This design comes from an exercise in tuning for small area, a short achievable clock period and few clock cycles per item on the open sky130 flow, not from production work. Where RTL was checked, it was by simulation tests only, not by an equivalence proof against the original. No functional check of the RTL was part of runs 4 and 5. Power and IR drop assume default switching activity.

### design/flow/standard.sh
#!/bin/bash
# synth_recipe.tcl (not shown) runs the flow's synth.tcl, then flattens the netlist and writes it again
# the make line also repeats each setting of config.mk as NAME=value (left out here)
make -C /OpenROAD-flow-scripts/flow DESIGN_CONFIG=/design/flow/config.mk WORK_HOME=/design/flow/orfs CLKGATE_MAP_FILE= SYNTH_SCRIPT=/design/flow/synth_recipe.tcl "${@:-finish}"
### design/flow/config.mk
export PLATFORM = sky130hd
export DESIGN_NAME = friction_interp
export DESIGN_NICKNAME = friction_interp
export VERILOG_FILES = /design/flow/design.v
export SDC_FILE = /design/flow/constraint.sdc
export NUM_CORES = 4
export LEC_CHECK = 0
export CAP_MARGIN = 20
export CORE_MARGIN = 2
export CORE_UTILIZATION = 72
export CTS_CLUSTER_DIAMETER = 100
export CTS_CLUSTER_SIZE = 24
export SLEW_MARGIN = 20
### design/flow/design.v
module friction_interp (
    input  wire        clk,
    input  wire        rst,
    input  wire        start,
    input  wire [31:0] p,
    input  wire [31:0] pos_min,
    input  wire [31:0] span,
    input  wire        rotary,
    output wire        busy,
    output reg         done,
    output wire [31:0] term,
    output wire        mem_req,
    output wire [7:0]  mem_addr,
    input  wire [31:0] mem_rdata
);
    reg         idle, sub, lin, run;
    reg  [5:0]  cnt;           
    reg         divq;          
    reg         modq;          
    reg         alnq;          
    reg         firstq;        
    reg         hornq;         
    reg         qshq;          
    reg         idxq;          
    reg         selq;          
    reg  [31:0] s_reg;         
    reg         rot;
    reg         sgn;           
    reg         ovf;           
    reg  [31:0] rem;           
    reg  [31:0] a;             
    reg  [31:0] m;             
    reg  [47:0] acc;
    reg  [7:0]  addr;
    reg         busy_r;
    assign busy     = busy_r;
    assign mem_req  = busy_r;
    assign mem_addr = addr;
    assign term     = acc[47:16];
    wire        addm  = rem[31];                   
    wire [31:0] x1    = {rem[30:0], a[31]};
    wire [31:0] x2    = s_reg ^ {32{!addm}};
    wire        lo_z  = (x1[7:0] == 8'd0);
    wire        cin   = lin ? lo_z : !addm;
    wire [33:0] y_c   = {1'b0, x1, 1'b1} + {1'b0, x2, cin};
    wire [32:0] y     = y_c[33:1];
    wire        r_neg = x1[31] ^ x2[31] ^ y[32];    
    wire        ge    = !y[31];
    wire        qbit  = ge;
    wire [7:0]  neg_lo = ~x1[7:0] + 8'd1;
    reg  [31:0] s_top;         
    integer k;
    always @(*) begin
        s_top[31] = s_reg[31];
        for (k = 30; k >= 0; k = k - 1) s_top[k] = s_top[k+1] | s_reg[k];
    end
    wire [30:0] r_diff = rem[30:0] ^ {31{sgn}};      
    wire        wide   = |(r_diff & ~s_top[31:1]);
    wire        shr    = alnq & wide;
    wire [32:0] lo    = {1'b0, acc[30:0], a[23]} + {1'b0, m};
    wire [15:0] u2    = acc[46:31];
    wire [15:0] u2p   = u2 + 16'd1;
    wire [15:0] u2m   = u2 - 16'd1;
    wire [15:0] hi    = (lo[32] & !m[31]) ? u2p : (!lo[32] & m[31]) ? u2m : u2;
    wire [7:0]  idx   = a[7:0];
    wire [7:0]  inc   = idx + 8'd1;
    wire [7:0]  nxt   = (!rot && idx == 8'd255) ? 8'd255 : inc;
    wire [5:0]  cnt_d = cnt - 6'd1;
    wire [5:0]  cnt_n = shr ? cnt + 6'd1 : cnt_d;
    always @(posedge clk) begin
        if (rst) begin
            idle <= 1'b1;
            sub  <= 1'b0;
            lin  <= 1'b0;
            run  <= 1'b0;
            done <= 1'b0;
            divq <= 1'b0;
            busy_r <= 1'b0;
        end else begin
            done <= 1'b0;
            if (idle) begin
                if (start) begin
                    idle <= 1'b0;
                    sub  <= 1'b1;
                    busy_r <= 1'b1;
                end
            end
            if (sub) begin
                sub  <= 1'b0;
                lin  <= !rot;
                run  <= rot;
                divq <= rot;
            end
            if (lin) begin
                lin  <= 1'b0;
                run  <= 1'b1;
                divq <= 1'b1;
            end
            if (run) begin
                divq <= (cnt_d >= 6'd4);
                if (cnt == 6'd1) begin
                    run  <= 1'b0;
                    idle <= 1'b1;
                    done <= 1'b1;
                    busy_r <= 1'b0;
                end
            end
        end
    end
    always @(posedge clk) begin
        if (sub) cnt <= 6'd28;
        else if (run) cnt <= cnt_n;
        alnq   <= sub ? rot : (run & alnq & wide);
        modq   <= sub ? rot : (run & rot & ((cnt_d >= 6'd28) | shr));
        qshq   <= sub | lin | (run & (cnt_d >= 6'd20));
        idxq   <= run & (cnt_d == 6'd20);
        selq   <= run & (cnt_d <= 6'd19) & (cnt_d >= 6'd4);
        firstq <= run & (cnt_d == 6'd17);
        hornq  <= run & (cnt_d <= 6'd16) & (cnt_d >= 6'd1);
    end
    always @(posedge clk) begin
        if (idle) begin
            s_reg <= pos_min;
            m     <= span;
            rot   <= rotary;
            a[31] <= p[0];
        end
        if (sub) begin
            sgn   <= r_neg;
            ovf   <= !rot & !r_neg & y[31];      
        end
        if (sub | lin) begin
            a     <= {y[0], (lin ? neg_lo : 8'd0), 23'd0} & {32{!(lin & sgn)}};
            s_reg <= (sub & !rot) ? {8'd0, y[31:8]} : {1'b0, m[30:0]};
        end
        if (idle)
            rem <= {1'b0, p[31:1]};
        else if (shr)
            rem <= {rem[31], rem[31:1]};
        else if (sub | lin)
            rem <= {sub & r_neg, y[31:1]} & {32{!(lin & sgn)}};
        else
            rem <= y[31:0];
        if (shr) begin
            a     <= {rem[0], a[31:1]};
        end else if (divq) begin
            if (qshq) a <= {a[30:0], modq ? 1'b0 : (qbit | ovf)};
            if (!rot && cnt == 6'd28) ovf <= ovf | ge;
        end
        if (run) m <= mem_rdata;
        if (idxq)
            addr <= {a[6:0], qbit | ovf};
        else if (selq)
            addr <= qbit ? nxt : idx;
        acc <= firstq ? {{16{m[31]}}, m[31:16]} : {hi, lo[31:0]};
        if (firstq)
            a[23:8] <= m[15:0];
        else if (hornq)
            a[23:8] <= {a[22:8], 1'b0};
    end
endmodule
### design/flow/constraint.sdc
create_clock -name core_clock -period 12.0 [get_ports {clk}]
set_input_delay 2.4000 -clock core_clock [delete_from_list [all_inputs] [get_ports {clk}]]
set_output_delay 2.4000 -clock core_clock [all_outputs]
set_load 0.01 [all_outputs]
### design/flow/flow/run.sh
#!/bin/bash
set -euo pipefail
bash standard.sh SETUP_SLACK_MARGIN=8.5 \
  'BUFFER_PORTS_ARGS=-buffer_cell sky130_fd_sc_hd__buf_1' finish > make_finish.log 2>&1
==> flow_summary.json, run 1 <==
{
  "antenna_cells": 0,
  "synth_seq_area_share_pct": 34.4,
  "fin_area_um2": 15800,
  "cts_sinks": 207,
  "yosys_warnings": 1,
  "setup_viol": 0,
  "slew_violations": 0,
  "hold_end": "a[27]",
  "peakVddDrop_uv": 184,
  "start_util_pct": 73.2,
  "syn_area_per_cell_um2": 8.55,
  "drv_cap": 0,
  "io-pin-count": 175,
  "cts_buffers": 12,
  "die_width_um": 144,
  "layout_common_cells": "206 x nand2_1, 172 x buf_1, 121 x a21oi_1",
  "holdCritPathClass": "reg -> reg",
  "die_area_um2": 20900,
  "insertion_delay_ns": 0.49,
  "clock.fmax_ghz": 0.273,
  "hold_viol": 0,
  "dp_hpwl_mm": 29.0,
  "drtIter0Drc": 1387,
  "grt_pass1_wl_mm": 63.8,
  "drc": 0,
  "p_per_area_nw_per_um2": 295,
  "rsz0062_at_grt": "true",
  "place.gp.congestion": 0.956,
  "rr_endpoint": "addr[3]",
  "critPathMaxFanout": 6,
  "crit_type": "reg -> reg",
  "hp-start": "a[28]",
  "grt_max_degree": 74,
  "relSlewSlack_pct": 34.7,
  "layout-drive-gt1-share_pct": 12.0,
  "antenna_found_initial": 0,
  "fin_crit_ns": 3.66,
  "path_clk_slew_ns": 0.11,
  "cp.arrival_ns": 3.88,
  "r2r-start": "rem[0]",
  "synth_nets": 1868,
  "crit_required_ns": 12.23,
  "place_area_um2": 14600,
  "via_per_inst": 6.68,
  "largest_register_ff_count": 48,
  "rows": 51,
  "nets": 1979,
  "startpoint_type": "register",
  "cts-htree-levels": 1,
  "final_common_cell": "nand2_1",
  "grt_pass1_vias": 12100,
  "period_share_pct": 30.5,
  "routedWlPerCell_um": 20.9,
  "dr.pass1.iters": 6,
  "cts_root_buffer": "clkbuf_16",
  "reg2reg_depth": 18,
  "drt.antenna.violating_nets": 0,
  "synth_edf_count": 74,
  "worst_pin_slew_ns": 0.979,
  "skew_ns": 0.0251,
  "ys_async_sr_fraction_pct": 0,
  "min_path_cells": 2,
  "synth_cell_types": 87,
  "setup_tns_ns": 0,
  "synthFlopType": "dfxtp_1",
  "status": "timing/DRC/antenna clean",
  "core_um2": 19400,
  "area_growth_pct": 11.3,
  "r2r_slack_ns": 8.34,
  "drt_wl_total_mm": 42.7,
  "fp.dieH_um": 144,
  "crit_path_end_kind": "register",
  "grt_overflow": 0,
  "grt.total_usage_pct": 38.8,
  "p_leak_nw": 5.98,
  "cts.path.max_buffers": 3,
  "via_count": 13600,
  "syn_inst": 1660,
  "syn_area_um2": 14200,
  "top_register": "acc",
  "io_buffers": 174,
  "cts_tree": "yes",
  "utilization_pct": 81.5,
  "ys_seq_elements": 207
}
==> worst max-delay path by stage <==
| stage | from | to | depth (start not counted) |
|---|---|---|---|
| detailed placement | sgn | cnt[3] | 11 |
| CTS | a[31] | s_reg[18] | 15 |
| global route | rem[0] | addr[3] | 18 |
| finish | rem[0] | addr[3] | 18 |
| global placement | sgn | cnt[3] | 11 |
| floorplan | a[31] | addr[6] | 16 |
==> final cells by class <==
cell class / count / area, um^2
Fill cell: 1354 / 3590
Tap cell: 265 / 332
Inverter: 50 / 190
Clock buffer: 19 / 349
Sequential cell: 207 / 4930
Multi-Input combinational cell: 1270 / 8820
Timing Repair Buffer: 230 / 1180
Clock inverter: 1 / 8.76
==> synth_stat cells, types with 17 or more instances <==
library cell / instances / area (um^2)
dfxtp_1: 133 / 2660
and3_1: 27 / 169
a21o_1: 33 / 248
nor3_1: 31 / 155
o21ai_0: 110 / 551
o31a_1: 17 / 149
buf_2: 17 / 85.1
xor2_1: 40 / 350
a31oi_1: 28 / 175
clkbuf_1: 73 / 274
edfxtp_1: 74 / 2220
nand2_1: 207 / 777
a211oi_1: 19 / 143
nor2_1: 112 / 420
inv_1: 50 / 188
nand3_1: 26 / 130
buf_4: 34 / 255
xnor2_1: 89 / 780
a221oi_1: 46 / 403
ha_1: 74 / 926
mux2_2: 37 / 417
a21oi_1: 127 / 636
==> report_power, final <==
part           switching (mW)  internal [mW]  total, mW
registers               0.282          0.984       1.27
logic                    1.67           1.27       2.94
clock network           0.246          0.205      0.450
==> worst max-delay path, stage by stage, from the launching register on <==
cell	delay, ns
dfxtp_4	0.39
inv_4	0.04
ha_4	0.15
nor4bb_4	0.15
a21oi_2	0.20
inv_2	0.08
fa_2	0.43
a21oi_4	0.19
o21ai_4	0.09
a221oi_4	0.30
buf_4	0.17
o211ai_4	0.10
a31oi_4	0.19
buf_6	0.14
xor2_4	0.19
buf_12	0.16
nand4_1	0.12
xor2_1	0.19
a2bb2oi_1	0.10
==> cells by family after synthesis <==
family	synth area share [%]
flip-flops	34.4
AO/OA/AOI/OAI	24.7
AND/OR/NAND/NOR	15.8
multiplexers	4.07
adder cells (fa/ha/maj)	6.80
XOR/XNOR	8.07
buffers and inverters	6.15
==> metal layers <==
layer  track usage, %  vias to the layer above  routed length [um]
li1                 -                     6269                   -
met1             52.4                     6400               16600
met2             64.7                      829               19900
met3             5.00                      144                4340
met4             13.0                        0                1840
met5                0                        -                   0
==> metrics by stage <==
stage               std cells  total power [mW]  setup WS, ns  hold WS (ns)
floorplan                1660              3.16          8.52         0.432
global placement         1977              3.58          7.49         0.466
detailed placement       1977              3.64          7.40         0.475
CTS                      2022              4.33          8.46         0.493
global route             2042              4.93          8.24         0.521
finish                   2042              4.66          8.34         0.488
==> timing repair <==
action	4_1_cts	5_1_grt
cloned	2	0
buffers inserted	23	20
resized for setup	43	61
hold buffers	0	0
endpoints found under the setup margin	116	72
pin swaps	9	24
Testbench counts, summed over its fixed seeds: cycles 124,973, lookups 4,096.
==> run 2, diff against run 1 <==
==> design/flow/flow/run.sh (replaced) <==
#!/bin/bash
set -euo pipefail
bash standard.sh SETUP_SLACK_MARGIN=8.6 \
  'BUFFER_PORTS_ARGS=-buffer_cell sky130_fd_sc_hd__buf_1' finish > make_finish.log 2>&1
--- a/design/flow/config.mk
+++ b/design/flow/config.mk
@@ -11,3 +11,4 @@
 export CTS_CLUSTER_DIAMETER = 100
 export CTS_CLUSTER_SIZE = 24
+export PLACE_DENSITY = 0.85
 export SLEW_MARGIN = 20
==> flow_summary.json, run 2 <==
{
  "grt_use_met2_pct": 62.0,
  "critPathMaxFanout": 1,
  "cpMaxStageDelayCell": "edfxtp_1",
  "io_buffers": 174,
  "die_area_um2": 20900,
  "layout_common_cells": "206 x nand2_1, 133 x buf_1, 118 x a21oi_1",
  "syn_inst": 1660,
  "hold_viol": 0,
  "grt_use_met1_pct": 51.6,
  "path_clk_slew_ns": 0.09,
  "period_share_pct": 28.6,
  "dp_hpwl_mm": 28.2,
  "fin_area_um2": 16100,
  "ys_async_sr_fraction_pct": 0,
  "cts_root_buffer": "clkbuf_16",
  "top_usage_layer": "met2",
  "crit_type": "reg -> out",
  "rsz0062_at_grt": "true",
  "cts_sinks": 207,
  "die_width_um": 144,
  "layout-drive-gt1-share_pct": 16.1,
  "nets": 1985,
  "cts-htree-levels": 1,
  "io-pin-count": 175,
  "synth_nets": 1868,
  "critPathMaxStageDelay_ns": 0.41,
  "peakVddDrop_uv": 181,
  "gr-usage-met3_pct": 6.36,
  "drv_cap": 0,
  "drtIter0Drc": 1391,
  "fin_total_pwr_mw": 4.83,
  "place_area_um2": 14600,
  "synth.most_common_cell": "nand2_1",
  "min_path_cells": 2,
  "via_per_inst": 6.60,
  "synthTopCellsByArea": "dfxtp_1 19%, edfxtp_1 16%, ha_1 6.5%",
  "core_um2": 19400,
  "place_inst": 1977,
  "via_count": 13500,
  "syn_area_um2": 14200,
  "routedWlPerCell_um": 20.6,
  "grt_pass1_vias": 12000,
  "synth_edf_count": 74,
  "drc": 0,
  "utilization_pct": 83.1,
  "synth_cell_types": 87,
  "fp.dieH_um": 144,
  "syn_area_per_cell_um2": 8.55,
  "synthFlopType": "dfxtp_1",
  "cts.path.max_buffers": 3,
  "worst_pin_slew_ns": 1.02,
  "cts_tree": "yes",
  "hold_end": "a[26]",
  "synth_seq_area_share_pct": 34.4,
  "startpoint_type": "register",
  "setup_viol": 0,
  "setup_tns_ns": 0,
  "place.gp.congestion": 0.959,
  "rr_endpoint": "addr[4]",
  "fin_crit_ns": 3.43,
  "start_util_pct": 73.2,
  "p_leak_nw": 6.18,
  "status": "timing/DRC/antenna clean",
  "antenna_found_initial": 0,
  "reg2reg_depth": 13,
  "largest_register_ff_count": 48,
  "synth_top_area_cell": "dfxtp_1",
  "skew_ns": 0.0286,
  "final_common_cell": "nand2_1",
  "top_register": "acc",
  "crit_family": "flip-flops",
  "final_cells": 2049,
  "r2r-start": "rem[31]",
  "dr.pass1.iters": 5,
  "p_per_area_nw_per_um2": 300,
  "drt.antenna.violating_nets": 0,
  "grt_max_degree": 97,
  "holdCritPathClass": "reg -> reg",
  "antenna_cells": 0,
  "crit_path_end_kind": "primary output",
  "relSlewSlack_pct": 31.8,
  "path_buf_inv": 1,
  "cts_buffers": 13,
  "rows": 51,
  "area_growth_pct": 13.6,
  "crit_chain": "clkbuf_2",
  "crit_required_ns": 9.60,
  "insertion_delay_ns": 0.50,
  "cp.arrival_ns": 1.03,
  "drt_wl_total_mm": 42.2,
  "grt_overflow": 0,
  "grt_pass1_wl_mm": 62.8,
  "hp-start": "a[27]",
  "fillers": 1236,
  "grt.total_usage_pct": 38.0,
  "ys_seq_elements": 207,
  "r2r_slack_ns": 8.57,
  "clock.fmax_ghz": 0.291,
  "slew_violations": 0,
  "netlist.area_leader.share_pct": 18.8,
  "synthTopCellsByCount": "207 x nand2_1, 133 x dfxtp_1, 127 x a21oi_1",
  "yosys_warnings": 1
}
## run 2: final cells by class
type | instances | area (um^2) | area share, %
well taps | 265 | 332 | 2.06
clock buffers | 19 | 348 | 2.16
flip-flops and latches | 207 | 4970 | 30.8
multi-input cells | 1270 | 8870 | 55.0
inverters | 50 | 193 | 1.19
clock inverters | 3 | 55.1 | 0.341
repair buffers | 235 | 1360 | 8.40
## run 2: per-layer routing
metal  vias up  part of all wire (%)
met2       820                    47
met5         -                     0
met4         0                   4.1
met3       135                    11
met1      6294                    39
li1       6268                     -
## run 2: worst max path at each step
stage / start / to / slack, ns / cells after the start
2_1_floorplan: a[31] / addr[6] / 8.60 / 16
3_3_place_gp: rem[31] / addr[0] / 7.67 / 12
3_5_place_dp: rem[31] / addr[5] / 7.52 / 12
4_1_cts: addr[6] / mem_addr[6] / 8.55 / 1
5_1_grt: a[31] / addr[4] / 8.49 / 17
6_report: addr[6] / mem_addr[6] / 8.57 / 1
## run 2: worst min-delay path: cells and delay by family (launching register included)
family | cells | cell delay, ns
and+or+nand+nor | 1 | 0.06
AOI/OAI and AO/OA | 1 | 0.05
DFF | 1 | 0.34
## run 2: report_power, final
part / total, mW / internal [mW] / switching (mW)
Combinational: 3.13 / 1.38 / 1.75
Clock: 0.471 / 0.213 / 0.258
Sequential: 1.24 / 0.995 / 0.243
Total: 4.83 / 2.58 / 2.25
## run 2: cell families (layout without fill, tap and decap cells)
kind of cell,count (synthesis),count (layout),synth area share (%)
XOR/XNOR,130,130,8.07
flip-flops,207,207,34.4
AO/OA/AOI/OAI,520,521,24.7
adder cells (fa/ha/maj),76,76,6.80
buffers and inverters,185,307,6.15
AND/OR/NAND/NOR,489,490,15.8
multiplexers,53,53,4.07
## run 2: repair_timing
item | 4_1_cts | 5_1_grt
pin swaps | 13 | 15
endpoints found under the setup margin | 147 | 90
resized for setup | 97 | 91
buffers inserted | 31 | 15
hold buffers | 0 | 0
cloned | 2 | 2
## run 2: metrics by stage
stage / setup slack [ns] / hold slack [ns]
2_1_floorplan: 8.60 / 0.432
3_3_place_gp: 7.67 / 0.465
3_5_place_dp: 7.52 / 0.476
4_1_cts: 8.55 / 0.486
5_1_grt: 8.49 / 0.516
6_report: 8.57 / 0.486
==> run 3, diff against run 2 <==
--- a/design/flow/config.mk
+++ b/design/flow/config.mk
@@ -11,4 +11,3 @@
 export CTS_CLUSTER_DIAMETER = 100
 export CTS_CLUSTER_SIZE = 24
-export PLACE_DENSITY = 0.85
 export SLEW_MARGIN = 20
==> flow_summary.json, run 3 <==
{
  "final_cells": 2039,
  "p_sw_share_pct": 46.3,
  "io-pin-count": 175,
  "synthFlopType": "dfxtp_1",
  "crit_path_end_kind": "register",
  "critPathMaxFanout": 5,
  "synthTopCellsByCount": "207 x nand2_1, 133 x dfxtp_1, 127 x a21oi_1",
  "hold_end": "a[28]",
  "crit_required_ns": 12.23,
  "routedWlPerCell_um": 20.3,
  "final_common_cell": "nand2_1",
  "fin_crit_ns": 3.45,
  "via_per_inst": 6.62,
  "switching_power_mw": 2.15,
  "cts_root_buffer": "clkbuf_16",
  "antenna_cells": 0,
  "synth_edf_count": 74,
  "synthTopCellsByArea": "dfxtp_1 19%, edfxtp_1 16%, ha_1 6.5%",
  "holdCritPathClass": "reg -> reg",
  "clock.fmax_ghz": 0.290,
  "start_util_pct": 73.2,
  "min_path_cells": 2,
  "place_inst": 1976,
  "crit_type": "reg -> reg",
  "setup_tns_ns": 0,
  "syn_area_um2": 14200,
  "worst_pin_slew_ns": 1.03,
  "drt.antenna.violating_nets": 0,
  "skew_ns": 0.0193,
  "drt_wl_total_mm": 41.4,
  "largest_register_ff_count": 48,
  "fp.dieH_um": 144,
  "fin_total_pwr_mw": 4.63,
  "peakVddDrop_uv": 229,
  "hp-start": "a[29]",
  "intPower_mw": 2.49,
  "place_area_um2": 14600,
  "ys_seq_elements": 207,
  "grt_pass1_vias": 12200,
  "ys_async_sr_fraction_pct": 0,
  "grt_overflow": 0,
  "fin_area_um2": 15800,
  "drv_cap": 0,
  "dp_hpwl_mm": 28.9,
  "drc": 0,
  "yosys_warnings": 1,
  "synth_cell_types": 87,
  "syn_inst": 1660,
  "insertion_delay_ns": 0.49,
  "cts.path.max_buffers": 3,
  "hold_viol": 0,
  "cts-htree-levels": 1,
  "io_buffers": 174,
  "status": "timing/DRC/antenna clean",
  "rows": 51,
  "p_per_area_nw_per_um2": 292,
  "cts_tree": "yes",
  "rsz0062_at_grt": "true",
  "via_count": 13500,
  "hold_ws_ns": 0.485,
  "die_width_um": 144,
  "grt_max_degree": 64,
  "area_growth_pct": 11.6,
  "place.gp.congestion": 0.975,
  "top_register": "acc",
  "slew_violations": 0,
  "r2r_slack_ns": 8.55,
  "layout-drive-gt1-share_pct": 14.9,
  "antenna_found_initial": 0,
  "relSlewSlack_pct": 31.5,
  "synth.most_common_cell": "nand2_1",
  "rr_endpoint": "addr[7]",
  "layout_common_cells": "206 x nand2_1, 133 x buf_1, 118 x a21oi_1",
  "r2r-start": "rem[0]",
  "netlist.area_leader.share_pct": 18.8,
  "cts_hold_buf": 0,
  "cts_buffers": 12,
  "syn_area_per_cell_um2": 8.55,
  "grt.total_usage_pct": 37.9,
  "grt_pass1_wl_mm": 62.7,
  "die_area_um2": 20900,
  "startpoint_type": "register",
  "synth_seq_area_share_pct": 34.4,
  "p_leak_nw": 6.08,
  "pwr-share-seq_pct": 27.1,
  "path_clk_slew_ns": 0.11,
  "synth_top_area_cell": "dfxtp_1",
  "comb_power_share_pct": 63.4,
  "setup_viol": 0,
  "period_share_pct": 28.8,
  "drtIter0Drc": 1376,
  "dr.pass1.iters": 6,
  "cp.arrival_ns": 3.68,
  "nets": 1976,
  "synth_nets": 1868,
  "clkPwrFrac_pct": 9.6,
  "core_um2": 19400,
  "cts_sinks": 207,
  "reg2reg_depth": 17
}
[run 3: cell counts after synthesis]
No cell type changed its count.
[run 3: power by group through the flow]
| stage | Sequential [mW] | Clock, mW | Combinational (mW) |
|---|---|---|---|
| final | 1.25 | 0.444 | 2.93 |
| after global routing | 1.27 | 0.471 | 3.18 |
| after CTS | 1.24 | 0.447 | 2.65 |
| after detailed placement | 1.27 | 0 | 2.38 |
| after global placement | 1.26 | 0 | 2.31 |
| after floorplan | 1.13 | 0 | 2.04 |
[run 3: worst max-delay path by stage]
stage	from	slack, ns	to
6_report	rem[0]	8.55	addr[7]
2_1_floorplan	a[31]	8.60	addr[6]
5_1_grt	a[31]	8.44	addr[4]
3_3_place_gp	rem[31]	7.67	addr[0]
4_1_cts	addr[7]	8.56	mem_addr[7]
3_5_place_dp	rem[31]	7.56	addr[3]
[run 3: logic make-up (layout without fill, tap and decap cells)]
family,count (synthesis),in the layout,share of synthesized area [%]
adders and majority gates,76,76,6.80
and+or+nand+nor,489,489,15.8
xor gates and xnor gates,130,131,8.07
DFF,207,207,34.4
buffers and inverters,185,298,6.15
AOI/OAI and AO/OA,520,520,24.7
muxes,53,53,4.07
[run 3: routing by layer]
metal	global-route usage, %	vias up	wire [um]	part of all wire, %
met1	50.2	6329	16200	39
met5	0	-	0	0
met2	62.2	734	19300	47
li1	-	6274	-	-
met3	5.00	155	3840	9.3
met4	16.9	0	2070	5.0
[run 3: cell type report]
cell class,count,area (um^2)
Timing Repair Buffer,228,1210
Multi-Input combinational cell,1269,8780
Clock inverter,2,13.8
Fill cell,1352,3560
Inverter,50,190
Clock buffer,18,344
Tap cell,265,332
Sequential cell,207,4970
[run 3: critical path: stages (launching register included)]
cell and delay, ns:
dfxtp_4 0.37, inv_4 0.03, ha_4 0.15, nor4bb_4 0.15, a21oi_2 0.18, inv_2 0.06
fa_2 0.37, a21oi_4 0.19, o21ai_4 0.10, a221oi_4 0.28, buf_6 0.16, o211ai_4 0.10
a31oi_4 0.17, buf_12 0.15, xor2_4 0.28, nand3_2 0.14, mux2i_1 0.20, a21oi_1 0.11
[run 3: through the flow]
step                      setup slack [ns]  util (%)
final                                 8.55      81.7
after global routing                  8.44      81.7
after global placement                7.67      75.3
after detailed placement              7.56      75.3
after CTS                             8.56      79.5
after floorplan                       8.60         -
[run 3: timing repair]
item | 4_1_cts | 5_1_grt
endpoints found under the setup margin | 142 | 95
gates resized for setup | 88 | 78
setup buffers | 24 | 18
gates cloned | 1 | 0
pin swaps | 14 | 24
==> run 4, diff against run 3 <==
--- a/design/flow/design.v
+++ b/design/flow/design.v
@@ -24,4 +24,6 @@
     reg         idxq;          
     reg         selq;          
+    reg         clampq;        
+    reg         chi;           
     reg  [31:0] s_reg;         
     reg         rot;
@@ -66,5 +68,6 @@
     wire [7:0]  inc   = idx + 8'd1;
     wire [7:0]  nxt   = (!rot && idx == 8'd255) ? 8'd255 : inc;
-    wire [5:0]  cnt_d = cnt - 6'd1;
+    wire        jump  = !rot & ovf & (cnt == 6'd27);
+    wire [5:0]  cnt_d = jump ? 6'd4 : cnt - 6'd1;
     wire [5:0]  cnt_n = shr ? cnt + 6'd1 : cnt_d;
     always @(posedge clk) begin
@@ -110,5 +113,10 @@
     always @(posedge clk) begin
         if (sub) cnt <= 6'd28;
+        else if (lin & (sgn | ovf)) cnt <= 6'd4;    
         else if (run) cnt <= cnt_n;
+        if (sub) clampq <= 1'b0;
+        else if ((lin & (sgn | ovf)) | (run & jump)) clampq <= 1'b1;
+        if (lin) chi <= !sgn;
+        else if (run & jump) chi <= 1'b1;
         alnq   <= sub ? rot : (run & alnq & wide);
         modq   <= sub ? rot : (run & rot & ((cnt_d >= 6'd28) | shr));
@@ -149,9 +157,12 @@
         end
         if (run) m <= mem_rdata;
-        if (idxq)
+        if (clampq)
+            addr <= {8{chi}};
+        else if (idxq)
             addr <= {a[6:0], qbit | ovf};
         else if (selq)
             addr <= qbit ? nxt : idx;
-        acc <= firstq ? {{16{m[31]}}, m[31:16]} : {hi, lo[31:0]};
+        acc <= clampq ? {m, 16'd0} :
+               firstq ? {{16{m[31]}}, m[31:16]} : {hi, lo[31:0]};
         if (firstq)
             a[23:8] <= m[15:0];
==> flow_summary.json, run 4 <==
{
  "status": "timing/DRC/antenna clean",
  "cts_sinks": 209,
  "setup_tns_ns": 0,
  "peakVddDrop_uv": 171,
  "synth_top_area_cell": "dfxtp_1",
  "area_growth_pct": 14.5,
  "startpoint_type": "register",
  "cpMaxStageDelayCell": "or4_4",
  "path_clk_slew_ns": 0.10,
  "core_um2": 20300,
  "final_cells": 2204,
  "critPathMaxStageDelay_ns": 0.57,
  "via_count": 15400,
  "slew_violations": 0,
  "nets": 2135,
  "dr.pass1.iters": 6,
  "holdCritPathClass": "reg -> reg",
  "p_leak_nw": 6.69,
  "pre_cts_ws_ns": 7.53,
  "ys_seq_elements": 209,
  "hold_viol": 0,
  "routedWlPerCell_um": 22.4,
  "p_per_area_nw_per_um2": 295,
  "netlist.area_leader.share_pct": 18.0,
  "wl_met2_mm": 22.3,
  "grt_pass1_wl_mm": 73.4,
  "synth_edf_count": 75,
  "drc": 0,
  "drt.antenna.violating_nets": 0,
  "place_inst": 2108,
  "setup_ws_ns": 8.38,
  "switching_power_mw": 2.39,
  "grt_overflow": 0,
  "syn_area_um2": 14900,
  "die_width_um": 148,
  "r2r_slack_ns": 8.38,
  "grt.total_usage_pct": 42.0,
  "synthFlopType": "dfxtp_1",
  "routed.top_layer": "met4",
  "rsz0062_at_grt": "true",
  "crit_type": "reg -> reg",
  "drv_cap": 0,
  "synth_cell_types": 93,
  "p_sw_share_pct": 47.5,
  "cp.arrival_ns": 3.86,
  "ys_async_sr_fraction_pct": 0,
  "cts-htree-levels": 1,
  "start_util_pct": 73.5,
  "rows": 52,
  "cts_buffers": 12,
  "antenna_cells": 0,
  "clock.fmax_ghz": 0.276,
  "largest_register_ff_count": 48,
  "clkPwrFrac_pct": 9.2,
  "die_area_um2": 21900,
  "synthTopCellsByCount": "213 x nand2_1, 142 x a21oi_1, 140 x nor2_1",
  "critPathMaxFanout": 20,
  "pwr-share-seq_pct": 25.7,
  "io_buffers": 174,
  "top_register": "acc",
  "comb_power_share_pct": 65.1,
  "antenna_found_initial": 0,
  "skew_ns": 0.0212,
  "syn_inst": 1782,
  "crit_family": "compound AO/OA/AOI/OAI gates",
  "place_area_um2": 15500,
  "final_common_cell": "nand2_1",
  "utilization_pct": 84.1,
  "yosys_warnings": 1,
  "crit_chain": "buf_12 > xnor2_1 > ha_1 > o21ai_1 > o21ai_1 > a221o_1 > and2_4 > or4_4 > a21o_4 > a2111oi_4 > xnor2_1 > a21oi_2",
  "setup_viol": 0,
  "cts_hold_buf": 0,
  "synthTopCellsByArea": "dfxtp_1 18%, edfxtp_1 15%, ha_1 6.1%",
  "m1WireLength_mm": 17.6,
  "fin_crit_ns": 3.62,
  "fin_area_um2": 17100,
  "dp_hpwl_mm": 32.9,
  "place.gp.congestion": 1.01,
  "period_share_pct": 30.2,
  "dr_wl_met3_mm": 5.98,
  "syn_area_per_cell_um2": 8.37,
  "cts_tree": "yes",
  "insertion_delay_ns": 0.50,
  "io-pin-count": 175,
  "drt_wl_total_mm": 49.4,
  "cts.path.max_buffers": 3,
  "crit_path_end_kind": "register",
  "intPower_mw": 2.64,
  "via_per_inst": 6.99,
  "drtIter0Drc": 1871,
  "cts_root_buffer": "clkbuf_16",
  "synth_nets": 1989,
  "layout-drive-gt1-share_pct": 16.7,
  "synth_seq_area_share_pct": 33.1,
  "crit_required_ns": 12.24,
  "grt_max_degree": 74,
  "relSlewSlack_pct": 27.9,
  "synth.most_common_cell": "nand2_1",
  "layout_common_cells": "211 x nand2_1, 135 x a21oi_1, 135 x nor2_1",
  "worst_pin_slew_ns": 1.08,
  "path_buf_inv": 1,
  "fp.dieH_um": 148,
  "grt_pass1_vias": 14000
}
## run 4: cell types whose count changed after synthesis, moves of 15 or more
cell,previous run,this run
o21ai_0,110,83
xor2_1,40,19
a22oi_1,10,25
nor2_1,112,140
a211o_1,3,20
a221oi_1,46,16
o211ai_1,6,28
a21oi_1,127,142
nor3_1,31,57
## run 4: stage by stage
stage	power [mW]	hold WS, ns
3_5_place_dp	3.94	0.418
6_report	5.03	0.454
3_3_place_gp	3.87	0.405
4_1_cts	4.64	0.444
2_1_floorplan	3.37	0.397
5_1_grt	5.32	0.478
## run 4: metal layers
layer	vias up	GRT usage, %
met5	-	0
met4	0	24.8
met3	279	8.80
met2	1181	67.4
met1	7112	52.5
li1	6839	-
## run 4: worst register-to-register path: cells and delay by family (launching register included)
family	cells	cell delay (ns)
compound gates	6	1.35
xor+xnor	2	0.34
fa+ha+maj	1	0.39
buf+inv	1	0.17
flops	1	0.37
simple gates	2	0.77
## run 4: cell families after synthesis
| group | count (synthesis) | synth area share, % |
|---|---|---|
| adders and majority gates | 76 | 6.46 |
| buffers and inverters | 194 | 5.88 |
| muxes | 53 | 3.87 |
| AOI/OAI and AO/OA | 561 | 25.9 |
| and+or+nand+nor | 573 | 18.0 |
| DFF | 209 | 33.1 |
| xor gates and xnor gates | 116 | 6.81 |
## run 4: worst paths after layout
path | endpoint | from | cells past startpoint
max | addr[7] | rem[31] | 12
max reg2reg | addr[7] | rem[31] | 12
min | a[0] | modq | 1
min reg2reg | a[0] | modq | 1
## run 4: layout make-up
class	instances	area, um^2
clock inverter	1	5.00
tap	270	338
fill	1219	3230
timing repair buffer	262	1450
multi-input combinational	1382	9660
sequential	209	5020
clock buffer	19	368
inverter	61	238
## run 4: power by group through the flow
stage          Sequential, mW  Combinational (mW)  Clock, mW
2_1_floorplan            1.16                2.21          0
3_3_place_gp             1.30                2.58          0
3_5_place_dp             1.30                2.64          0
4_1_cts                  1.27                2.91      0.455
5_1_grt                  1.31                3.52      0.482
6_report                 1.29                3.27      0.461
## run 4: timing repair
action	CTS	global route
setup buffers	38	35
gates cloned	2	1
pin swaps	29	24
resized for setup	104	76
endpoints found under the setup margin	152	108
==> run 5, diff against run 4 <==
--- a/design/flow/design.v
+++ b/design/flow/design.v
@@ -65,7 +65,7 @@
     wire [15:0] u2m   = u2 - 16'd1;
     wire [15:0] hi    = (lo[32] & !m[31]) ? u2p : (!lo[32] & m[31]) ? u2m : u2;
-    wire [7:0]  idx   = a[7:0];
-    wire [7:0]  inc   = idx + 8'd1;
-    wire [7:0]  nxt   = (!rot && idx == 8'd255) ? 8'd255 : inc;
+    wire [7:0]  idx   = clampq ? {8{chi}} : a[7:0];
+    wire [7:0]  inc   = a[7:0] + 8'd1;
+    wire [7:0]  nxt   = (clampq || (!rot && a[7:0] == 8'd255)) ? idx : inc;
     wire        jump  = !rot & ovf & (cnt == 6'd27);
     wire [5:0]  cnt_d = jump ? 6'd4 : cnt - 6'd1;
@@ -123,5 +123,5 @@
         qshq   <= sub | lin | (run & (cnt_d >= 6'd20));
         idxq   <= run & (cnt_d == 6'd20);
-        selq   <= run & (cnt_d <= 6'd19) & (cnt_d >= 6'd4);
+        selq   <= (run & (cnt_d <= 6'd19) & (cnt_d >= 6'd4)) | (lin & (sgn | ovf));
         firstq <= run & (cnt_d == 6'd17);
         hornq  <= run & (cnt_d <= 6'd16) & (cnt_d >= 6'd1);
@@ -157,7 +157,5 @@
         end
         if (run) m <= mem_rdata;
-        if (clampq)
-            addr <= {8{chi}};
-        else if (idxq)
+        if (idxq)
             addr <= {a[6:0], qbit | ovf};
         else if (selq)
==> flow_summary.json, run 5 <==
{
  "status": "timing/DRC/antenna clean",
  "synthTopCellsByCount": "214 x nand2_1, 163 x a21oi_1, 144 x nor2_1",
  "fin_crit_ns": 3.79,
  "intPower_mw": 2.75,
  "synth_nets": 2016,
  "routedWlPerCell_um": 23.0,
  "dp_hpwl_mm": 33.2,
  "synthTopCellsByArea": "dfxtp_1 18%, edfxtp_1 15%, ha_1 6.0%",
  "final_common_cell": "nand2_1",
  "nets": 2161,
  "grt_pass1_wl_mm": 75.2,
  "yosys_warnings": 1,
  "dr.pass1.iters": 12,
  "cp.arrival_ns": 4.03,
  "core_um2": 20300,
  "antenna_found_initial": 0,
  "peakVddDrop_uv": 191,
  "period_share_pct": 31.6,
  "ys_async_sr_fraction_pct": 0,
  "drv_cap": 0,
  "crit_chain": "inv_4 > ha_4 > nor3b_4 > a31oi_4 > inv_2 > fa_2 > a211oi_4 > o21ba_4 > a211o_1 > nand3_2 > nand4_1 > buf_4 > nand4_1 > and3_4 > a2111o_1 > and3_1",
  "antenna_cells": 0,
  "holdCritPathClass": "reg -> reg",
  "rows": 52,
  "clock.fmax_ghz": 0.264,
  "comb_power_share_pct": 66.4,
  "largest_register_ff_count": 48,
  "path_clk_slew_ns": 0.10,
  "insertion_delay_ns": 0.48,
  "fin_total_pwr_mw": 5.25,
  "switching_power_mw": 2.51,
  "synth_cell_types": 82,
  "die_width_um": 148,
  "place.gp.congestion": 0.995,
  "synth_top_area_cell": "dfxtp_1",
  "critPathMaxStageDelay_ns": 0.43,
  "cts_tree": "yes",
  "layout-drive-gt1-share_pct": 17.7,
  "grt_overflow": 0,
  "crit_path_end_kind": "register",
  "pwr-share-seq_pct": 24.8,
  "crit_type": "reg -> reg",
  "path_common_cell": "nand4_1",
  "drt_wl_total_mm": 51.3,
  "io-pin-count": 175,
  "syn_area_per_cell_um2": 8.23,
  "hold_ws_ns": 0.482,
  "synth_seq_area_share_pct": 33.1,
  "drc": 0,
  "worst_pin_slew_ns": 1.02,
  "via_per_inst": 7.10,
  "setup_ws_ns": 8.21,
  "hold_viol": 0,
  "startpoint_type": "register",
  "grt_pass1_vias": 14200,
  "via_count": 15800,
  "cts-htree-levels": 1,
  "syn_area_um2": 14900,
  "syn_inst": 1810,
  "drtIter0Drc": 2207,
  "fin_area_um2": 17400,
  "cpMaxStageDelayCell": "fa_2",
  "cts_buffers": 12,
  "synthFlopType": "dfxtp_1",
  "cts_sinks": 209,
  "p_per_area_nw_per_um2": 303,
  "die_area_um2": 21900,
  "cts_root_buffer": "clkbuf_16",
  "crit_required_ns": 12.24,
  "p_leak_nw": 6.85,
  "layout_common_cells": "213 x nand2_1, 149 x a21oi_1, 142 x nor2_1",
  "top_register": "acc",
  "r2r_slack_ns": 8.21,
  "place_area_um2": 15400,
  "setup_tns_ns": 0,
  "rsz0062_at_grt": "true",
  "grt_max_degree": 73,
  "fp.dieH_um": 148,
  "relSlewSlack_pct": 31.9,
  "netlist.area_leader.share_pct": 18.0,
  "clkPwrFrac_pct": 8.9,
  "critPathMaxFanout": 5,
  "setup_viol": 0,
  "pre_cts_ws_ns": 6.99,
  "cts.path.max_buffers": 3,
  "slew_violations": 0,
  "synth.most_common_cell": "nand2_1",
  "synth_edf_count": 75,
  "utilization_pct": 85.5,
  "final_cells": 2231,
  "p_sw_share_pct": 47.7,
  "grt.total_usage_pct": 42.9,
  "drt.antenna.violating_nets": 0,
  "skew_ns": 0.0212,
  "ys_seq_elements": 209,
  "start_util_pct": 73.4,
  "area_growth_pct": 16.5,
  "place_inst": 2121,
  "io_buffers": 174
}
run 5: repair_timing:
action,in CTS,in global routing
cloned,1,3
hold buffers,0,0
pin swaps,29,39
setup endpoints to repair,153,105
gates resized for setup,125,117
setup buffers,54,32
run 5: area by class of cell:
| type | instances | area [um^2] |
|---|---|---|
| Fill cell | 1147 | 2940 |
| Inverter | 42 | 165 |
| Clock buffer | 20 | 383 |
| Multi-Input combinational cell | 1411 | 9780 |
| Timing Repair Buffer | 279 | 1660 |
| Sequential cell | 209 | 5030 |
| Tap cell | 270 | 338 |
run 5: logic make-up (layout without fill, tap and decap cells):
logic type / after synthesis / in the layout / share of synthesized area [%]
AO/OA/AOI/OAI: 590 / 590 / 26.5
XOR/XNOR: 106 / 106 / 6.32
adder cells (fa/ha/maj): 74 / 74 / 6.31
buffers and inverters: 190 / 341 / 5.73
flip-flops: 209 / 209 / 33.1
multiplexers: 42 / 42 / 3.11
AND/OR/NAND/NOR: 599 / 599 / 18.9
run 5: routing by layer:
metal  part of all wire [%]  GRT usage, %  up-vias
li1                       -             -     6960
met1                     36          56.6     7296
met2                     44          68.1     1314
met3                     13          7.99      268
met4                    6.0          21.4        0
met5                      0             0        -
run 5: worst max-delay path: cells and delay by family (launching register included):
family,cells,cell delay (ns)
flops,1,0.38
compound gates,5,1.22
simple gates,6,1.09
fa+ha+maj,2,0.58
buf+inv,3,0.26
run 5: worst paths after layout:
check / depth (start not counted) / start / to
worst max register to register: 16 / a[31] / addr[7]
worst min register to register: 2 / busy_r / busy_r
worst max-delay path: 16 / a[31] / addr[7]
worst min-delay path: 2 / busy_r / busy_r
run 5: power by group through the flow:
stage | registers (mW) | clock network, mW | logic [mW]
floorplan | 1.15 | 0 | 2.15
global placement | 1.29 | 0 | 2.53
detailed placement | 1.30 | 0 | 2.59
CTS | 1.27 | 0.459 | 2.94
global route | 1.31 | 0.487 | 3.71
finish | 1.30 | 0.465 | 3.49
==> run 6, diff against run 5 <==
--- a/design/flow/design.v
+++ b/design/flow/design.v
@@ -25,5 +25,4 @@
     reg         selq;          
     reg         clampq;        
-    reg         chi;           
     reg  [31:0] s_reg;         
     reg         rot;
@@ -65,9 +64,11 @@
     wire [15:0] u2m   = u2 - 16'd1;
     wire [15:0] hi    = (lo[32] & !m[31]) ? u2p : (!lo[32] & m[31]) ? u2m : u2;
-    wire [7:0]  idx   = clampq ? {8{chi}} : a[7:0];
-    wire [7:0]  inc   = a[7:0] + 8'd1;
-    wire [7:0]  nxt   = (clampq || (!rot && a[7:0] == 8'd255)) ? idx : inc;
+    wire [7:0]  idx   = a[7:0];
+    wire [7:0]  inc   = idx + 8'd1;
+    wire [7:0]  nxt   = (!rot && idx == 8'd255) ? 8'd255 : inc;
     wire        jump  = !rot & ovf & (cnt == 6'd27);
-    wire [5:0]  cnt_d = jump ? 6'd4 : cnt - 6'd1;
+    wire        clamp = (lin & (sgn | ovf)) | (run & jump);
+    wire        c_hi  = !(lin & sgn);
+    wire [5:0]  cnt_d = jump ? 6'd3 : cnt - 6'd1;
     wire [5:0]  cnt_n = shr ? cnt + 6'd1 : cnt_d;
     always @(posedge clk) begin
@@ -113,15 +114,13 @@
     always @(posedge clk) begin
         if (sub) cnt <= 6'd28;
-        else if (lin & (sgn | ovf)) cnt <= 6'd4;    
+        else if (clamp) cnt <= 6'd3;
         else if (run) cnt <= cnt_n;
         if (sub) clampq <= 1'b0;
-        else if ((lin & (sgn | ovf)) | (run & jump)) clampq <= 1'b1;
-        if (lin) chi <= !sgn;
-        else if (run & jump) chi <= 1'b1;
+        else if (clamp) clampq <= 1'b1;
         alnq   <= sub ? rot : (run & alnq & wide);
         modq   <= sub ? rot : (run & rot & ((cnt_d >= 6'd28) | shr));
         qshq   <= sub | lin | (run & (cnt_d >= 6'd20));
         idxq   <= run & (cnt_d == 6'd20);
-        selq   <= (run & (cnt_d <= 6'd19) & (cnt_d >= 6'd4)) | (lin & (sgn | ovf));
+        selq   <= run & (cnt_d <= 6'd19) & (cnt_d >= 6'd4);
         firstq <= run & (cnt_d == 6'd17);
         hornq  <= run & (cnt_d <= 6'd16) & (cnt_d >= 6'd1);
@@ -157,5 +156,9 @@
         end
         if (run) m <= mem_rdata;
-        if (idxq)
+        if (clamp)
+            addr <= {8{c_hi}};
+        else if (clampq)
+            addr <= addr;
+        else if (idxq)
             addr <= {a[6:0], qbit | ovf};
         else if (selq)
--- a/design/flow/config.mk
+++ b/design/flow/config.mk
@@ -8,5 +8,5 @@
 export CAP_MARGIN = 20
 export CORE_MARGIN = 2
-export CORE_UTILIZATION = 72
+export CORE_UTILIZATION = 68
 export CTS_CLUSTER_DIAMETER = 100
 export CTS_CLUSTER_SIZE = 24
==> flow_summary.json, run 6 <==
{
  "fin_crit_ns": 3.49,
  "core_um2": 20900,
  "cts_root_buffer": "clkbuf_16",
  "place.gp.congestion": 0.946,
  "crit_required_ns": 12.44,
  "dr.pass1.iters": 5,
  "grt.total_usage_pct": 37.8,
  "synth_top_area_cell": "dfxtp_1",
  "cp.arrival_ns": 3.92,
  "synthFlopType": "dfxtp_1",
  "crit_path_end_kind": "register",
  "relSlewSlack_pct": 35.3,
  "netlist.area_leader.share_pct": 18.6,
  "worst_pin_slew_ns": 0.970,
  "utilization_pct": 79.6,
  "cts_sinks": 208,
  "grt_max_degree": 108,
  "via_per_inst": 6.68,
  "critPathMaxStageDelay_ns": 0.47,
  "cts-htree-levels": 1,
  "cts.path.max_buffers": 3,
  "grt_overflow": 0,
  "startpoint_type": "register",
  "path_clk_slew_ns": 0.10,
  "largest_register_ff_count": 48,
  "cts_hold_buf": 0,
  "path_buf_inv": 3,
  "hold_viol": 0,
  "drt_wl_total_mm": 45.4,
  "slew_violations": 0,
  "synth.most_common_cell": "nor2_1",
  "status": "timing/DRC/antenna clean",
  "ys_async_sr_fraction_pct": 0,
  "holdCritPathClass": "reg -> reg",
  "top_register": "acc",
  "synthTopCellsByCount": "150 x nor2_1, 134 x dfxtp_1, 131 x a21oi_1",
  "antenna_found_initial": 1,
  "setup_tns_ns": 0,
  "synth_seq_area_share_pct": 34.0,
  "period_share_pct": 29.0,
  "rows": 53,
  "synthTopCellsByArea": "dfxtp_1 19%, edfxtp_1 15%, ha_1 6.4%",
  "layout_common_cells": "148 x nor2_1, 135 x buf_1, 127 x a21oi_1, 127 x nand2_1, 98 x o21ai_0",
  "critPathMaxFanout": 6,
  "synth_nets": 1891,
  "p_per_area_nw_per_um2": 283,
  "routedWlPerCell_um": 21.5,
  "final_common_cell": "nor2_1",
  "grt_pass1_wl_mm": 66.8,
  "rsz0062_at_grt": "true",
  "layout-drive-gt1-share_pct": 16.1,
  "drv_cap": 0,
  "area_growth_pct": 15.3,
  "syn_area_um2": 14400,
  "cts_tree": "yes",
  "die_width_um": 150,
  "drtIter0Drc": 1454,
  "synth_cell_types": 66,
  "crit_chain": "ha_2 > inv_2 > fa_2 > nor2b_2 > o21a_1 > o21a_1 > o31a_1 > o21ai_1 > o211ai_1 > o41ai_2 > buf_6 > buf_4 > mux2i_1 > or4_1 > nand3_1",
  "p_leak_nw": 6.71,
  "peakVddDrop_uv": 213,
  "path_common_cell": "o21a_1",
  "io-pin-count": 175,
  "cts_buffers": 12,
  "clock.fmax_ghz": 0.287,
  "crit_type": "reg -> reg",
  "nets": 2038,
  "start_util_pct": 69.0,
  "drt.antenna.violating_nets": 0,
  "setup_viol": 0,
  "drc": 0,
  "dp_hpwl_mm": 29.8,
  "skew_ns": 0.0429,
  "ys_seq_elements": 208,
  "crit_family": "compound AO/OA/AOI/OAI gates",
  "grt_pass1_vias": 12600,
  "insertion_delay_ns": 0.50,
  "io_buffers": 174,
  "cpMaxStageDelayCell": "edfxtp_1",
  "die_area_um2": 22400,
  "synth_edf_count": 74,
  "syn_area_per_cell_um2": 8.57,
  "syn_inst": 1683,
  "fp.dieH_um": 150,
  "via_count": 14100,
  "yosys_warnings": 1
}
## run 6: cell count changes after synthesis, sizes merged, moves of 12 or more
cell / previous run / this run
a21oi: 163 / 131
a211oi: 36 / 22
a31oi: 32 / 12
nand2: 214 / 130
mux2i: 7 / 39
nor2b: 14 / 26
clkbuf: 98 / 73
## run 6: path summary, 6_finish.rpt
check / from / end / slack, ns / cells past startpoint
setup / recovery: m[0] / acc[47] / 8.51 / 15
hold / removal: busy_r / busy_r / 0.48 / 2
setup reg to reg: m[0] / acc[47] / 8.51 / 15
hold reg to reg: busy_r / busy_r / 0.48 / 2
## run 6: timing repair
item / in CTS / in global routing
cloned: 0 / 2
endpoints found under the setup margin: 146 / 106
setup buffers: 38 / 37
pin swaps: 14 / 44
gates resized for setup: 101 / 84
## run 6: metrics by stage
| stage | cell area [um^2] | setup slack (ns) | total power [mW] | hold slack [ns] | cells |
|---|---|---|---|---|---|
| 2_1_floorplan | 14500 | 8.60 | 3.06 | 0.446 | 1683 |
| 4_1_cts | 16000 | 8.58 | 4.33 | 0.504 | 2072 |
| 3_5_place_dp | 15000 | 7.35 | 3.57 | 0.483 | 2014 |
| 5_1_grt | 16600 | 8.41 | 4.99 | 0.498 | 2111 |
| 3_3_place_gp | 15000 | 7.44 | 3.52 | 0.474 | 2014 |
| 6_report | 16600 | 8.51 | 4.70 | 0.476 | 2112 |
## run 6: routing by layer
layer | global-route usage (%) | vias to the layer above | part of all wire [%]
met3 | 6.07 | 142 | 10
li1 | - | 6497 | -
met5 | 0 | - | 0
met1 | 49.9 | 6599 | 39
met4 | 15.5 | 0 | 4.7
met2 | 61.8 | 880 | 46
## run 6: power by group
part	internal, mW	switching [mW]
sequential	0.984	0.248
clock	0.229	0.248
combinational	1.37	1.62
## run 6: worst reg2reg max path: cells and delay by family (launching register included)
family          cells  cell delay, ns
simple gates        3            0.59
buf+inv             3            0.37
compound gates      6            1.48
flops               1            0.47
fa+ha+maj           2            0.41
mux                 1            0.09
## run 6: cells by family (layout without fill, tap and decap cells)
kind of cell    Yosys count  in the layout  share of synthesized area (%)
simple gates            514            514                           17.1
buf+inv                 171            324                           5.42
compound gates          525            525                           24.3
xor+xnor                114            114                           6.93
mux                      74             74                           5.44
flops                   208            208                           34.0
other cells               0              1                              0
fa+ha+maj                77             77                           6.77
## run 6: cell type report
cell class	instances	area (um^2)
multi-input combinational	1304	9170
clock buffer	20	394
inverter	37	141
fill	1409	4270
sequential	208	4990
timing repair buffer	267	1580
tap	275	344
antenna	1	2.50
Testbench counts of run 6, summed over its fixed seeds: cycles 111,305, lookups 4,096.
==> run 7, diff against run 6 <==
--- a/design/flow/config.mk
+++ b/design/flow/config.mk
@@ -8,5 +8,5 @@
 export CAP_MARGIN = 20
 export CORE_MARGIN = 2
-export CORE_UTILIZATION = 68
+export CORE_UTILIZATION = 72
 export CTS_CLUSTER_DIAMETER = 100
 export CTS_CLUSTER_SIZE = 24
==> flow_summary.json, run 7 <==
{
  "synth-adder-area-share_pct": 6.77,
  "synth.most_common_cell": "nor2_1",
  "relSlewSlack_pct": 31.9,
  "setup_viol": 0,
  "cts_sinks": 208,
  "grt_use_met2_pct": 64.1,
  "synth_top_family_by_area": "compound AO/OA/AOI/OAI gates",
  "layout_common_cells": "147 x nor2_1, 136 x buf_1, 128 x nand2_1",
  "cp.arrival_ns": 3.67,
  "cts-htree-levels": 1,
  "layout-drive-gt1-share_pct": 15.2,
  "final_cells": 2090,
  "gr-usage-met3_pct": 7.08,
  "ys_async_sr_fraction_pct": 0,
  "core_um2": 19500,
  "hold_ws_ns": 0.486,
  "grt_overflow": 0,
  "syn_inst": 1683,
  "top_usage_layer": "met2",
  "cts.path.max_buffers": 3,
  "largest_register_ff_count": 48,
  "routedWlPerCell_um": 21.7,
  "dr.pass1.iters": 6,
  "critPathMaxFanout": 6,
  "fin_crit_ns": 3.44,
  "grt_use_met1_pct": 50.4,
  "fp.dieH_um": 145,
  "synthTopCellsByCount": "150 x nor2_1, 134 x dfxtp_1, 131 x a21oi_1",
  "cts_buffers": 12,
  "rsz0062_at_grt": "true",
  "drv_cap": 0,
  "synth_xor_area_share_pct": 6.93,
  "place.gp.congestion": 0.982,
  "synth_cell_types": 66,
  "slew_violations": 0,
  "place_inst": 2007,
  "synthMuxAreaShare_pct": 5.44,
  "grt_pass1_wl_mm": 67.6,
  "cts_tree": "yes",
  "drt_wl_total_mm": 45.4,
  "startpoint_type": "register",
  "grt_max_degree": 79,
  "holdCritPathClass": "reg -> reg",
  "drt.antenna.violating_nets": 0,
  "p_leak_nw": 6.67,
  "grt_pass1_vias": 12900,
  "cts_hold_buf": 0,
  "nets": 2026,
  "crit_type": "reg -> reg",
  "synthTopCellsByArea": "dfxtp_1 19%, edfxtp_1 15%, ha_1 6.4%",
  "period_share_pct": 28.6,
  "hold_viol": 0,
  "r2r_slack_ns": 8.56,
  "cts_root_buffer": "clkbuf_16",
  "ys_seq_elements": 208,
  "io-pin-count": 175,
  "grt.total_usage_pct": 39.0,
  "via_per_inst": 6.83,
  "p_per_area_nw_per_um2": 283,
  "skew_ns": 0.0169,
  "path_clk_slew_ns": 0.10,
  "status": "timing/DRC/antenna clean",
  "setup_tns_ns": 0,
  "io_buffers": 174,
  "netlist.area_leader.share_pct": 18.6,
  "dp_hpwl_mm": 29.6,
  "crit_required_ns": 12.24,
  "clock.fmax_ghz": 0.291,
  "start_util_pct": 73.8,
  "synth_edf_count": 74,
  "peakVddDrop_uv": 190,
  "area_growth_pct": 14.2,
  "worst_pin_slew_ns": 1.02,
  "utilization_pct": 84.3,
  "die_width_um": 145,
  "final_common_cell": "nor2_1",
  "synth_seq_area_share_pct": 34.0,
  "insertion_delay_ns": 0.49,
  "syn_area_per_cell_um2": 8.57,
  "drc": 0,
  "fillers": 1188,
  "antenna_found_initial": 1,
  "drtIter0Drc": 1538,
  "top_register": "acc",
  "synthFlopType": "dfxtp_1",
  "rows": 51,
  "synth_compound_area_share_pct": 24.3,
  "die_area_um2": 21200,
  "synth-simple-area-share_pct": 17.1,
  "min_path_cells": 2,
  "synth_nets": 1891,
  "reg2reg_depth": 17,
  "synth_top_area_cell": "dfxtp_1",
  "syn_area_um2": 14400,
  "via_count": 14300,
  "yosys_warnings": 1,
  "crit_path_end_kind": "register"
}
-- run 7: changes by cell type in the layout (fill, tap and decap cells not counted), moves of 4 or more --
cell and change:
dfxtp_4 +4, dfxtp_1 +4, buf_6 -5, mux2i_1 +6, dfxtp_2 -8, buf_4 -9
-- run 7: worst paths after layout --
| check | endpoint | from |
|---|---|---|
| max | addr[3] | rem[0] |
| min | busy_r | busy_r |
| min reg2reg | busy_r | busy_r |
| max reg2reg | addr[3] | rem[0] |
-- run 7: final cells by class --
class / instances / area (um^2) / share of cell area, %
multi-input combinational: 1304 / 9170 / 55.7
inverter: 37 / 141 / 0.859
timing repair buffer: 255 / 1430 / 8.70
clock buffer: 20 / 394 / 2.39
sequential: 208 / 4990 / 30.3
tap: 265 / 332 / 2.01
antenna: 1 / 2.50 / 0.0152
-- run 7: per-stage QoR --
step | area [um^2] | worst slack [ns] | total power [mW]
detailed placement | 15000 | 7.69 | 3.58
floorplan | 14500 | 8.60 | 3.06
global route | 16500 | 8.42 | 4.92
CTS | 15900 | 8.56 | 4.27
global placement | 15000 | 7.74 | 3.52
finish | 16500 | 8.56 | 4.66
-- run 7: power breakdown --
group | internal, mW | switching, mW
clock | 0.229 | 0.244
combinational | 1.30 | 1.65
sequential | 0.986 | 0.251
total | 2.52 | 2.15
-- run 7: cells by family (layout without fill, tap and decap cells) --
group	count (synthesis)	in the layout
compound gates	525	525
simple gates	514	514
flops	208	208
buf+inv	171	312
xor+xnor	114	114
fa+ha+maj	77	77
mux	74	74
other cells	0	1
-- run 7: what timing repair did --
| item | 4_1_cts | 5_1_grt |
|---|---|---|
| setup endpoints to repair | 132 | 84 |
| gates resized for setup | 104 | 76 |
| gates cloned | 3 | 0 |
| buffers inserted | 26 | 33 |
| endpoints found under the hold margin | 0 | 0 |
| pin swaps | 20 | 33 |
-- run 7: layer usage --
| layer | share of wire, % | vias to the layer above |
|---|---|---|
| li1 | - | 6469 |
| met1 | 37 | 6665 |
| met2 | 46 | 954 |
| met3 | 12 | 184 |
| met4 | 5.2 | 2 |
| met5 | 0.031 | - |
-- run 7: worst max-delay path, stage by stage (launching register included) --
cell	delay [ns]
dfxtp_2	0.36
inv_2	0.05
ha_4	0.15
nor3b_4	0.15
nand4_1	0.16
o21ai_2	0.08
fa_2	0.38
a211oi_4	0.24
o21ai_2	0.11
nand4_1	0.11
nand2_2	0.10
a221oi_4	0.37
a21oi_4	0.12
xor2_2	0.26
buf_6	0.21
o21a_4	0.17
a21o_1	0.12
a21oi_1	0.04
==> run 8, diff against run 7 <==
==> design/flow/flow/run.sh (replaced) <==
#!/bin/bash
set -euo pipefail
bash standard.sh SETUP_SLACK_MARGIN=8.65 \
  'BUFFER_PORTS_ARGS=-buffer_cell sky130_fd_sc_hd__buf_1' finish > make_finish.log 2>&1
==> flow_summary.json, run 8 <==
{
  "layout_common_cells": "146 x nor2_1, 134 x buf_1, 127 x nand2_1",
  "fin_total_pwr_mw": 4.95,
  "start_util_pct": 73.8,
  "setup_ws_ns": 7.99,
  "setup_viol": 0,
  "grt_max_degree": 79,
  "syn_area_um2": 14400,
  "routedWlPerCell_um": 24.8,
  "drt.antenna.violating_nets": 0,
  "largest_register_ff_count": 48,
  "p_per_area_nw_per_um2": 294,
  "yosys_warnings": 1,
  "layout-drive-gt1-share_pct": 17.3,
  "antenna_found_initial": 0,
  "status": "timing/DRC/antenna clean",
  "skew_ns": 0.0409,
  "synthTopCellsByCount": "150 x nor2_1, 134 x dfxtp_1, 131 x a21oi_1",
  "synth_nets": 1891,
  "cts.path.max_buffers": 3,
  "ys_async_sr_fraction_pct": 0,
  "cts_tree": "yes",
  "synth.most_common_cell": "nor2_1",
  "synth_seq_area_share_pct": 34.0,
  "cts_buffers": 12,
  "cp.arrival_ns": 4.45,
  "dp_hpwl_mm": 29.8,
  "core_um2": 19500,
  "syn_area_per_cell_um2": 8.57,
  "rsz0062_at_grt": "true",
  "pwr-share-seq_pct": 25.6,
  "antenna_cells": 0,
  "crit_path_end_kind": "register",
  "clock.fmax_ghz": 0.249,
  "cpMaxStageDelayCell": "o41ai_2",
  "drc": 0,
  "nets": 2035,
  "cts_hold_buf": 0,
  "crit_required_ns": 12.44,
  "utilization_pct": 86.3,
  "via_per_inst": 7.21,
  "netlist.area_leader.share_pct": 18.6,
  "rows": 51,
  "synth_top_area_cell": "dfxtp_1",
  "io_buffers": 174,
  "fin_crit_ns": 4.01,
  "setup_tns_ns": 0,
  "synthFlopType": "dfxtp_1",
  "crit_family": "compound AO/OA/AOI/OAI gates",
  "fp.dieH_um": 145,
  "grt_pass1_vias": 13700,
  "drt_wl_total_mm": 51.9,
  "cts_root_buffer": "clkbuf_16",
  "pre_cts_ws_ns": 7.81,
  "cts-htree-levels": 1,
  "worst_pin_slew_ns": 0.981,
  "path_clk_slew_ns": 0.11,
  "hold_viol": 0,
  "p_leak_nw": 6.76,
  "grt.total_usage_pct": 41.8,
  "die_width_um": 145,
  "place.gp.congestion": 1.01,
  "switching_power_mw": 2.34,
  "critPathMaxStageDelay_ns": 0.71,
  "p_sw_share_pct": 47.4,
  "syn_inst": 1683,
  "top_register": "acc",
  "path_buf_inv": 2,
  "startpoint_type": "register",
  "path_common_cell": "a21oi_1",
  "final_common_cell": "nor2_1",
  "drv_cap": 0,
  "dr.pass1.iters": 11,
  "r2r_slack_ns": 7.99,
  "drtIter0Drc": 2130,
  "synthTopCellsByArea": "dfxtp_1 19%, edfxtp_1 15%, ha_1 6.4%",
  "intPower_mw": 2.60,
  "crit_type": "reg -> reg",
  "peakVddDrop_uv": 231,
  "insertion_delay_ns": 0.51,
  "synth_cell_types": 66,
  "die_area_um2": 21200,
  "clkPwrFrac_pct": 9.3,
  "synth_edf_count": 74,
  "via_count": 15100,
  "io-pin-count": 175,
  "critPathMaxFanout": 7,
  "relSlewSlack_pct": 34.6,
  "grt_pass1_wl_mm": 71.9,
  "slew_violations": 0,
  "grt_overflow": 0,
  "comb_power_share_pct": 65.2,
  "ys_seq_elements": 208,
  "cts_sinks": 208,
  "holdCritPathClass": "reg -> reg",
  "crit_chain": "ha_1 > a21o_1 > a21oi_1 > nor2b_1 > a21oi_1 > o211ai_1 > o41ai_2 > buf_6 > buf_4 > mux2i_2 > xor2_1 > a22o_1",
  "period_share_pct": 33.4,
  "area_growth_pct": 16.9
}
run 8: cell counts after synthesis:
Identical to the previous run, type by type.
run 8: final timing paths:
| path | from | end | cells past startpoint |
|---|---|---|---|
| setup reg to reg | m[10] | acc[36] | 12 |
| hold / removal | a[25] | a[24] | 2 |
| setup / recovery | m[10] | acc[36] | 12 |
| hold reg to reg | a[25] | a[24] | 2 |
run 8: what timing repair did:
item                                    4_1_cts  5_1_grt
gates cloned                                  0        1
gates resized for setup                     128      120
setup buffers                                39       33
pin swaps                                     8       49
endpoints found under the setup margin      136      120
run 8: power by group through the flow:
stage	combinational (mW)	clock, mW	sequential (mW)
after global placement	2.26	0	1.25
after floorplan	1.95	0	1.13
after global routing	3.40	0.474	1.27
after CTS	2.59	0.450	1.23
after detailed placement	2.32	0	1.25
final	3.22	0.458	1.27
run 8: kinds of logic after synthesis:
group,share of synthesized area [%]
buf+inv,5.42
mux,5.44
flops,34.0
simple gates,17.1
fa+ha+maj,6.77
xor+xnor,6.93
compound gates,24.3
run 8: layout make-up:
| type | instances | area [um^2] |
|---|---|---|
| multi-input cells | 1304 | 9340 |
| inverters | 37 | 141 |
| well taps | 265 | 332 |
| clock buffers | 18 | 354 |
| flip-flops and latches | 208 | 5000 |
| clock inverters | 1 | 6.26 |
| repair buffers | 264 | 1690 |
| fillers | 1059 | 2670 |
run 8: per-layer routing:
layer / vias to the layer above / share of wire, % / track usage [%]
met1: 6889 / 34 / 52.3
met3: 414 / 13 / 7.18
met2: 1330 / 44 / 67.9
met4: 0 / 9.3 / 25.6
li1: 6484 / - / -
met5: - / 0 / 0
run 8: worst min-delay path: cells and delay by family, from the launching register on:
kind	cells	cell delay, ns
DFF	1	0.33
AOI/OAI and AO/OA	1	0.07
buffers and inverters	1	0.05
run 8: per-stage QoR:
step | hold slack (ns) | cells | instance area (um^2)
after global routing | 0.541 | 2097 | 16900
after global placement | 0.478 | 2005 | 15000
final | 0.497 | 2097 | 16900
after CTS | 0.497 | 2063 | 16000
after floorplan | 0.446 | 1683 | 14500
after detailed placement | 0.479 | 2005 | 15000

## re-timing with driven ports
Ports are ideal in the flow. The routed layouts listed here were re-timed in OpenROAD.
Step 1 assumes that a clkbuf_16 drives the clock port and a buf_2 every other input.
Step 2, shift: input delay + t, output delay - t, t = (earliest + latest rising clock arrival at the registers) / 2. This alone moves slack from input paths to output paths.
Slacks: no drivers / after step 1 / after step 2; pairs: no drivers / after step 1.
run	shift t [ns]	setup slack, ns	worst setup path at the end
run 1	0.528	8.343 / 8.343 / 8.343	register to register
run 2	0.528	8.566 / 8.521 / 8.572	register to register
run 3	0.530	8.550 / 8.506 / 8.550	register to register
run 4	0.534	8.378 / 8.378 / 8.378	register to register
run 5	0.522	8.212 / 8.212 / 8.212	register to register
run 6	0.532	8.514 / 8.514 / 8.514	register to register
run 7	0.526	8.565 / 8.565 / 8.565	register to register
run 8	0.536	7.990 / 7.990 / 7.990	register to register
After both steps every run listed still meets setup and hold.
